What follows belongs to an exercise in optimizing a design on an open flow for small area and a short achievable clock period; a production flow would make more cautious choices. Where RTL was checked, it was by simulation tests only, not by an equivalence proof against the original.

Setup of 08-03:
==> flow/design.v (excerpt) <==
module ocosh_mdu (
    input  wire        clk,
    input  wire        rst,
    input  wire        start,
    input  wire [4:0]  op,
    input  wire [31:0] a,
    input  wire [31:0] b,
    input  wire        ct,
    output wire        ready,
    output reg         done,
    output wire [31:0] result,
    output wire        dv,
    output wire        sat
);
    reg  [4:0]  cnt;     
    reg  [3:0]  sm1;     
    reg  [5:0]  la;      
    reg  [5:0]  lb;      
    reg         ca;      
    reg         cb;      
    reg         sact;    
    reg         nrm;     
    reg         o_mul;   
    reg         o_q;     
    reg         o_lo;    
    reg  [32:0] ra;      
    reg  [31:0] rb;      
    reg  [31:0] ph;      
    reg  [31:0] pl;      
    reg         bn;      
    reg         neg;     
    reg         rup;     
    reg         satr;    
    reg         dvf;     
    reg         dquo;    
    reg         ssgn;    
    reg         ssth;    
    assign ready = (cnt == 5'd0);
    wire accept = start & ready;
    genvar gi;
    wire i_div  = op[3];
    wire i_help = op[4] & (op[2] | op[1]);
    wire i_mul  = ~op[3] & ~i_help;
    wire h_add  = i_help & ~op[2] & ~op[0];
    wire h_sub  = i_help & ~op[2] & op[0];
    wire h_shr  = op[2] & ~op[1] & ~op[0];
    wire h_shl  = op[2] & ~op[1] & op[0];
    wire h_sat  = op[2] & op[1];
    wire i_bs   = ~op[1];                  
    wire i_as   = ~(op[1] & ~op[0]);       
    wire i_ds   = i_div & ~op[0];          
    wire i_an   = i_ds & a[31];
    wire i_bn   = i_ds & b[31];
    wire [31:0] adx = nrm ? (rb ^ {32{bn}}) : a;
    wire [31:0] ady = (b ^ {32{op[0]}}) & {32{~nrm}};
    wire        adc = nrm ? bn : op[0];
    wire [31:0] ad_a = adx;
    wire [31:0] ad_b = ady;
    wire ad_ci = adc;
    wire [31:0] ad_p = ad_a ^ ad_b;
    wire [31:0] ad_g = ad_a & ad_b;
    wire ad_G0 = ad_g[0] | (ad_p[0] & ad_ci);
    wire ad_G_1 = ad_g[1] | (ad_p[1] & ad_G0);
    wire ad_G_2 = ad_g[3] | (ad_p[3] & ad_g[2]);
    wire ad_P_3 = ad_p[3] & ad_p[2];
  ...
Size in the first run: roughly 4800 cells after synthesis, about 180 flip-flops, roughly 31000 um^2 of cells after synthesis.
clock: 11.0 ns
lec_check: 0
abc_area: 1
cap_margin: 20
core_margin: 2
core_utilization: 32
place_density: 0.48
slew_margin: 20
standard.sh (not shown) runs the stock make flow with config.mk's settings and CLKGATE_MAP_FILE= SYNTH_SCRIPT=/design/flow/synth_recipe.tcl, a recipe that flattens the netlist after the stock synthesis.
==> flow/flow/run.sh <==
#!/bin/bash
# Standard layout (the standard.sh, unchanged synthesis), with the port
# buffers made from sky130_fd_sc_hd__buf_4 instead of the cell buffer_ports
# picks by itself.
set -euo pipefail
export BUFFER_PORTS_ARGS="-buffer_cell sky130_fd_sc_hd__buf_4"
bash standard.sh > standard.log 2>&1
Here is what was changed in the inputs of 02-17 compared with 08-03.
--- a/flow/design.v
+++ b/flow/design.v
@@ -244,35 +244,29 @@
     wire bs2 = i_bs ? (b[31:15] == {17{b[31]}}) : (b[31:16] == 16'h0);
     wire bs3 = i_bs ? (b[31:23] == {9{b[31]}})  : (b[31:24] == 8'h0);
     wire [2:0] mk = ct  ? 3'd4 : bs1 ? 3'd1 : bs2 ? 3'd2 : bs3 ? 3'd3 : 3'd4;
     wire [31:0] b_al = ct  ? b :
                        bs1 ? {b[7:0], 24'h0} :
                        bs2 ? {b[15:0], 16'h0} :
                        bs3 ? {b[23:0], 8'h0} : b;
     wire        m_as = i_mul & i_as & a[31];
     wire        acc_pre = i_mul & op[1] & b_al[31];
-    wire [8:0]  bb = accept ? b_al[31:23] : rb[23:15];
-    wire [3:0]  bone_d, btwo_d, bneg_d;
-    reg  [3:0]  bone, btwo, bneg;
-    always @(posedge clk) begin
-        bone <= bone_d;
-        btwo <= btwo_d;
-        bneg <= bneg_d;
-    end
+    wire [8:0]  bb = {rb[31:24], rb[23]};
+    wire [3:0]  bone, btwo, bneg;
     wire [33:0] a34 = {ra[32], ra};
     generate
         for (gi = 0; gi < 4; gi = gi + 1) begin : g_booth
             wire b2 = bb[2 * gi + 2];
             wire b1 = bb[2 * gi + 1];
             wire b0 = bb[2 * gi];
-            assign bone_d[gi] = b1 ^ b0;
-            assign btwo_d[gi] = (b2 & ~b1 & ~b0) | (~b2 & b1 & b0);
-            assign bneg_d[gi] = b2;
+            assign bone[gi] = b1 ^ b0;
+            assign btwo[gi] = (b2 & ~b1 & ~b0) | (~b2 & b1 & b0);
+            assign bneg[gi] = b2;
         end
     endgenerate
     wire [33:0] px0 = (({34{bone[0]}} & a34) | ({34{btwo[0]}} & {a34[32:0], 1'b0})) ^ {34{bneg[0]}};
     wire [33:0] px1 = (({34{bone[1]}} & a34) | ({34{btwo[1]}} & {a34[32:0], 1'b0})) ^ {34{bneg[1]}};
     wire [33:0] px2 = (({34{bone[2]}} & a34) | ({34{btwo[2]}} & {a34[32:0], 1'b0})) ^ {34{bneg[2]}};
     wire [33:0] px3 = (({34{bone[3]}} & a34) | ({34{btwo[3]}} & {a34[32:0], 1'b0})) ^ {34{bneg[3]}};
     wire [33:0] pu0 = {~px0[33], px0[32:0]};
     wire [33:0] pu1 = {~px1[33], px1[32:0]};
     wire [33:0] pu2 = {~px2[33], px2[32:0]};
@@ -1322,40 +1316,33 @@
         dquo <= ~op[1];
         ssgn <= a[31];
         ssth <= h_sat;
     end
     always @(posedge clk) begin
         if (accept) begin
             o_mul <= i_mul;
             o_q   <= i_mul & op[4];
             o_lo  <= i_mul & (op[1:0] == 2'b00) & ~op[4];
+            ra    <= {m_as, a};
+            rb    <= i_mul ? b_al : b;
             neg   <= i_an;       
             dvf   <= i_div & d_dv;
-        end else if (nrm) begin
-            neg <= dquo ? (neg ^ bn) : neg;
-            o_lo <= dquo ^ dvf;
-        end
-    end
-    always @(posedge clk) begin
-        if (accept)
-            rb <= i_mul ? b_al : b;
-        else
+            ph    <= ph_in;
+            pl    <= acc_pre ? a : 32'h0;
+        end else begin
             rb <= {rb[23:0], 8'h0};
-    end
-    always @(posedge clk) begin
-        if (mul_step) begin
-            ph <= acc_next[63:32];
-            pl <= acc_next[31:0];
-        end else if (div_step) begin
-            ra <= {2'b0, ra[32:2]};
-            ph <= dr2;
-            pl <= {pl[29:0], dq1, dq2};
-        end else if (accept) begin
-            ra <= {m_as, a};
-            ph <= ph_in;
-            pl <= acc_pre ? a : 32'h0;
-        end else if (nrm) begin
-            ra <= shf;
-            ph <= osum;
+            if (nrm) begin
+                ra <= shf;
+                ph <= osum;
+                neg <= dquo ? (neg ^ bn) : neg;
+                o_lo <= dquo ^ dvf;
+            end else if (div_step) begin
+                ra <= {2'b0, ra[32:2]};
+                ph <= dr2;
+                pl <= {pl[29:0], dq1, dq2};
+            end else if (mul_step) begin
+                ph <= acc_next[63:32];
+                pl <= acc_next[31:0];
+            end
         end
     end
 endmodule
### Flow results
08-03 -> 02-17: cell area after synthesis decreased by a few percent
Compared with 08-03, in 02-17 first-pass GRT wire length went down by 2600 um; routed via count went down by about 2.8%; multiplexer share of the synthesized area roughly the same.
Compared to 08-03, 02-17 shows a wider setup margin.
Compared with 08-03, 02-17 shows a minimum clock period after layout that is 0.39 ns lower.
Function not checked in 08-03: the RTL went through the layout flow alone.

## port drivers added, routing unchanged
The flow's constraints put no driver on any port. The routed layouts listed below were extracted and timed again, unchanged, in two steps. Step 1 sets driving cells, clkbuf_16 on the clock port and buf_2 on the other inputs (assumed; they add their load-dependent delay and slew). Step 2 times the ports against the registers' clock, not the clock port: input delays grow and output delays shrink by t, the midpoint of the rising clock arrivals with the driver on. Three values: no drivers, after step 1, after step 2; two values: the first two.
run	t, ns	setup WS [ns]	worst hold slack (ns)
08-03	0.589	2.906 / 2.906 / 2.885	0.493 / 0.493 / 0.493
02-17	0.571	3.300 / 3.300 / 2.778	0.512 / 0.512 / 0.512
After both steps every run listed still meets setup and hold. For 02-17, which loses most, drivers alone change the setup slack by 0.000 ns; drivers and shift together by -0.522 ns.
